Source: an optimization exercise on an open RTL-to-GDS flow (aim: small area, a short achievable clock period and few clock cycles per item). Production flows keep margins and buffers that such runs may drop.
Only simulation tests tie the RTL to the original design; equivalence was not proved.

Design zrf_hdr_dec, start of the top module:
module zrf_hdr_dec (
    input  wire         clk,
    input  wire         rst,           
    input  wire         in_valid,
    output wire         in_ready,
    input  wire [146:0] in_bits,       
    input  wire         exp_side,
    input  wire [3:0]   exp_layer,
    input  wire [2:0]   exp_spot,
    input  wire [23:0]  exp_rb,
    input  wire [5:0]   exp_frame,
    input  wire         chk_frame,     
    output reg          out_valid,
    input  wire         out_ready,
    output reg  [63:0]  out_info,      
    output reg  [1:0]   out_nerr,      
    output reg          out_fail,      
    output reg          out_match      
);
Size in the first run: roughly 3,600 cells after synthesis, ~560 flip-flops, ~260 I/O pins, ~0.038 mm² of cells after synthesis.
==> flow/config.mk <==
export PLATFORM = sky130hd
export DESIGN_NAME = zrf_hdr_dec
export DESIGN_NICKNAME = zrf_hdr_dec
export VERILOG_FILES = /design/flow/design.v
export SDC_FILE = /design/flow/constraint.sdc
export NUM_CORES = 4
export LEC_CHECK = 0
export CAP_MARGIN = 20
export CORE_MARGIN = 2
export CORE_UTILIZATION = 60
export CTS_BUF_LIST = sky130_fd_sc_hd__clkbuf_8 sky130_fd_sc_hd__clkbuf_16
export CTS_CLUSTER_DIAMETER = 100
export CTS_CLUSTER_SIZE = 20
export PLACE_DENSITY = 0.75
export SLEW_MARGIN = 20
export SYNTH_HIERARCHICAL = 1
export SYNTH_MINIMUM_KEEP_SIZE = 0
==> flow/constraint.sdc <==
create_clock -name core_clock -period 18.0 [get_ports {clk}]
set_input_delay 3.6000 -clock core_clock [delete_from_list [all_inputs] [get_ports {clk}]]
set_output_delay 3.6000 -clock core_clock [all_outputs]
set_load 0.01 [all_outputs]
standard.sh (not shown) runs the stock make flow with config.mk's settings and CLKGATE_MAP_FILE= SYNTH_SCRIPT=/design/flow/synth_recipe.tcl, a recipe that flattens the netlist after the stock synthesis.
==> flow/flow/run.sh <==
#!/bin/bash
# The standard layout (the standard.sh, standard synthesis included), with
# two changes: the port buffers that global placement inserts are buf_2 cells
# instead of the default clkdlybuf4s50_1, and timing repair aims for 13.3 ns of
# setup slack at the design's 18 ns clock, so that it also sizes the paths
# that set the achieved period.
set -euo pipefail
bash standard.sh BUFFER_PORTS_ARGS="-buffer_cell sky130_fd_sc_hd__buf_2" SETUP_SLACK_MARGIN=13.3 > standard.log 2>&1
Testbench counts at the start, summed over its fixed seeds: cycles 2,432, items 2,400.
==> next run, changes <==
==> flow/flow/run.sh (replaced) <==
#!/bin/bash
# The standard layout (the standard.sh, standard synthesis included), with
# two changes: the port buffers that global placement inserts are buf_2 cells
# instead of the default clkdlybuf4s50_1, and timing repair aims for 13.2 ns of
# setup slack at the design's 18 ns clock, so that it also sizes the paths
# that set the achieved period.
set -euo pipefail
bash standard.sh BUFFER_PORTS_ARGS="-buffer_cell sky130_fd_sc_hd__buf_2" SETUP_SLACK_MARGIN=13.2 > standard.log 2>&1
Settings changed: CORE_UTILIZATION 60 to 70, CTS_BUF_LIST sky130_fd_sc_hd__clkbuf_8 sky130_fd_sc_hd__clkbuf_16 to sky130_fd_sc_hd__clkbuf_4 sky130_fd_sc_hd__clkbuf_8, CTS_CLUSTER_DIAMETER 100 to 80, CTS_CLUSTER_SIZE 20 to 16, PLACE_DENSITY 0.75 to 0.85.
Setup slack got worse by 46 ps.
Via count increases by about 2.4%.
First-iteration DRC count increases by about 6%.
Count of clock-buffer cells in the layout rose by 21.
Critical path depth does not change.
Wire length decreases by about 1.6%.
Utilization goes up by 9.7 points.
Design area falls by about 2.4%.
Flip-flop and latch count does not change.
==> next run, changes <==
==> flow/flow/run.sh (replaced) <==
#!/bin/bash
# The standard layout (the standard.sh, standard synthesis included), with
# two changes: the port buffers that global placement inserts are buf_2 cells
# instead of the default clkdlybuf4s50_1, and timing repair aims for 13 ns of
# setup slack at the design's 18 ns clock, so that it also sizes the paths
# that set the achieved period.
set -euo pipefail
bash standard.sh BUFFER_PORTS_ARGS="-buffer_cell sky130_fd_sc_hd__buf_2" SETUP_SLACK_MARGIN=13 > standard.log 2>&1
Settings changed: CORE_UTILIZATION 70 to 40, CTS_BUF_LIST sky130_fd_sc_hd__clkbuf_4 sky130_fd_sc_hd__clkbuf_8 to sky130_fd_sc_hd__clkbuf_8 sky130_fd_sc_hd__clkbuf_16, CTS_CLUSTER_DIAMETER 80 to 150, CTS_CLUSTER_SIZE 16 to 30, PLACE_DENSITY 0.85 to unset.
Outcome: Setup slack loses 84 ps; global-route usage went down by 15 points; flip-flop and latch count does not change; clock skew fell by 17 ps; cell area climbs slightly; via count shrinks by a few percent; synthesized cell count does not change; cell count increases by roughly a tenth; count of clock-buffer cells in the layout shrinks by 36.
==> next run, changes <==
==> flow/flow/run.sh (replaced) <==
#!/bin/bash
# The standard layout (the standard.sh, standard synthesis included), with
# two changes: the port buffers that global placement inserts are buf_2 cells
# instead of the default clkdlybuf4s50_1, and timing repair aims for 13.2 ns of
# setup slack at the design's 18 ns clock, so that it also sizes the paths
# that set the achieved period.
set -euo pipefail
bash standard.sh BUFFER_PORTS_ARGS="-buffer_cell sky130_fd_sc_hd__buf_2" SETUP_SLACK_MARGIN=13.2 > standard.log 2>&1
Settings changed: CORE_UTILIZATION 40 to 70, CTS_CLUSTER_DIAMETER 150 to 100, CTS_CLUSTER_SIZE 30 to 20, PLACE_DENSITY set to 0.85.
Outcome: The new run passed the timing, DRC and antenna checks; clock-buffer cell count went up by 13; hold slack hardly moves; core utilization went up by 34 points; fmax went up by 3.7%; design area went down by 0.44%; final cell count went down by 11%; routed wire length went down by 3.0%; worst setup slack is better by 180 ps.


v43:
Starting RTL as in the previous note.
clock: 18.0 ns
lec_check: 0
cap_margin: 20
core_margin: 2
core_utilization: 40
slew_margin: 20
synth_hierarchical: 1
synth_minimum_keep_size: 0
==> flow/flow/run.sh <==
#!/bin/bash
# The standard layout (the standard.sh, standard synthesis included), with
# two changes: the port buffers that global placement inserts are buf_2 cells
# instead of the default clkdlybuf4s50_1, and timing repair aims for 13.4 ns of
# setup slack at the design's 18 ns clock, so that it also sizes the paths
# that set the achieved period.
set -euo pipefail
bash standard.sh BUFFER_PORTS_ARGS="-buffer_cell sky130_fd_sc_hd__buf_2" SETUP_SLACK_MARGIN=13.4 > standard.log 2>&1
Testbench counts of v43, summed over its fixed seeds: cycles 2,432, items 2,400.
#### Input delta (v21 over v43)
==> flow/run.sh (new file) <==
#!/bin/bash
# synth_recipe.tcl (not shown) runs the flow's synth.tcl, then flattens the netlist and writes it again
# the make line also repeats each setting of config.mk as NAME=value (left out here)
make -C /OpenROAD-flow-scripts/flow DESIGN_CONFIG=/design/flow/config.mk WORK_HOME=/design/flow/orfs CLKGATE_MAP_FILE= SYNTH_SCRIPT=/design/flow/synth_recipe.tcl finish
--- a/flow/config.mk
+++ b/flow/config.mk
@@ -9,3 +9,8 @@
 export CORE_MARGIN = 2
-export CORE_UTILIZATION = 40
+export CORE_UTILIZATION = 70
+export CTS_BUF_LIST = sky130_fd_sc_hd__clkbuf_8 sky130_fd_sc_hd__clkbuf_16
+export CTS_CLUSTER_DIAMETER = 100
+export CTS_CLUSTER_SIZE = 20
+export PLACE_DENSITY = 0.85
+export SETUP_SLACK_MARGIN = 5
 export SLEW_MARGIN = 20
removed: flow/flow/run.sh
removed: flow/standard.sh
Notes after the runs:
Looking at the reports, v21 completed the entire flow and the layout it produced met the timing, DRC and antenna checks. The run with more setup slack is v43; v21 has less. Cell type of the slowest stage on the worst timing path = edfxtp_1: v43; cell type of the slowest stage on the worst timing path = xnor2_1: v21. Diff v43 -> v21: shortest clock period the worst path allows after layout rose by 1.72 ns; sequential portion of the cell area rose by 2.6 points; final weighted congestion in routability-driven placement rose by 0.095. Compared to v43, v21 has die area 0.042 mm² lower. Against v43 as the reference, v21 delivers a lower detailed-route wire length on metal 1. | final cell count without fillers | lower: v21 |.
diff inputs: v21 => v42
==> flow/flow/run.sh (new file) <==
#!/bin/bash
# The standard layout (the standard.sh, standard synthesis included), with
# two changes: the port buffers that global placement inserts are buf_2 cells
# instead of the default clkdlybuf4s50_1, and timing repair aims for 13.25 ns of
# setup slack at the design's 18 ns clock, so that it also sizes the paths
# that set the achieved period.
set -euo pipefail
bash standard.sh BUFFER_PORTS_ARGS="-buffer_cell sky130_fd_sc_hd__buf_2" SETUP_SLACK_MARGIN=13.25 > standard.log 2>&1
==> flow/standard.sh (new file) <==
#!/bin/bash
# synth_recipe.tcl (not shown) runs the flow's synth.tcl, then flattens the netlist and writes it again
# the make line also repeats each setting of config.mk as NAME=value (left out here)
make -C /OpenROAD-flow-scripts/flow DESIGN_CONFIG=/design/flow/config.mk WORK_HOME=/design/flow/orfs CLKGATE_MAP_FILE= SYNTH_SCRIPT=/design/flow/synth_recipe.tcl "${@:-finish}"
--- a/flow/config.mk
+++ b/flow/config.mk
@@ -14,3 +14,2 @@
 export PLACE_DENSITY = 0.85
-export SETUP_SLACK_MARGIN = 5
 export SLEW_MARGIN = 20
removed: flow/run.sh
Notes after the runs:
- What v42 reported for number of buffers created by CTS has to be multiplied by 0.946 to get the figure for v21.
- Placer's final routability congestion estimate went down by a few percent going from v21 to v42.
- The routed wire length reported for v42 is smaller than that of v21 by 3.3%.
- Between v42 and v21, the total area of sequential cells does not differ in any meaningful way.
- Routed metal-1 wirelength: higher on v42
- Between v21 and v42, the total number of cells along the worst setup path is higher for v21.

-- separate check: timing with driven ports --
Ports are ideal in the flow. The routed layouts listed here were re-timed in OpenROAD.
Step 1 sets driving cells, clkbuf_16 on the clock port and buf_2 on the other inputs (assumed; they add their load-dependent delay and slew).
Step 2 adds t to the input delays and takes it off the output delays; t is the mean of the earliest and latest rising clock arrival at the registers after step 1. Input paths then give back, and output paths get back, about the clock's delay inside the block.
a / b / c = no drivers / after step 1 / after step 2; a / b = the first two.
run | shift t [ns] | setup WS [ns] | latest minus earliest clock arrival (ns) | slew at the worst register clock pin (ns)
the first run of note 1 | 0.641 | 13.172 / 13.113 / 13.152 | 0.039 / 0.040 | 0.09 / 0.09
the second run of note 1 | 0.699 | 13.127 / 13.073 / 13.136 | 0.043 / 0.044 | 0.11 / 0.11
the third run of note 1 | 0.665 | 13.042 / 12.994 / 13.042 | 0.027 / 0.027 | 0.12 / 0.12
the fourth run of note 1 | 0.621 | 13.219 / 13.160 / 13.137 | 0.031 / 0.031 | 0.09 / 0.09
v43 | 0.693 | 13.037 / 12.967 / 13.007 | 0.028 / 0.028 | 0.07 / 0.07
v21 | 0.645 | 11.320 / 11.320 / 11.320 | 0.037 / 0.037 | 0.09 / 0.09
v42 | 0.638 | 13.206 / 13.139 / 13.083 | 0.030 / 0.030 | 0.09 / 0.09
After both steps every run listed still meets setup and hold. The setup slack of v42, which loses most, moves by -0.067 ns with the drivers and by -0.123 ns with both steps.
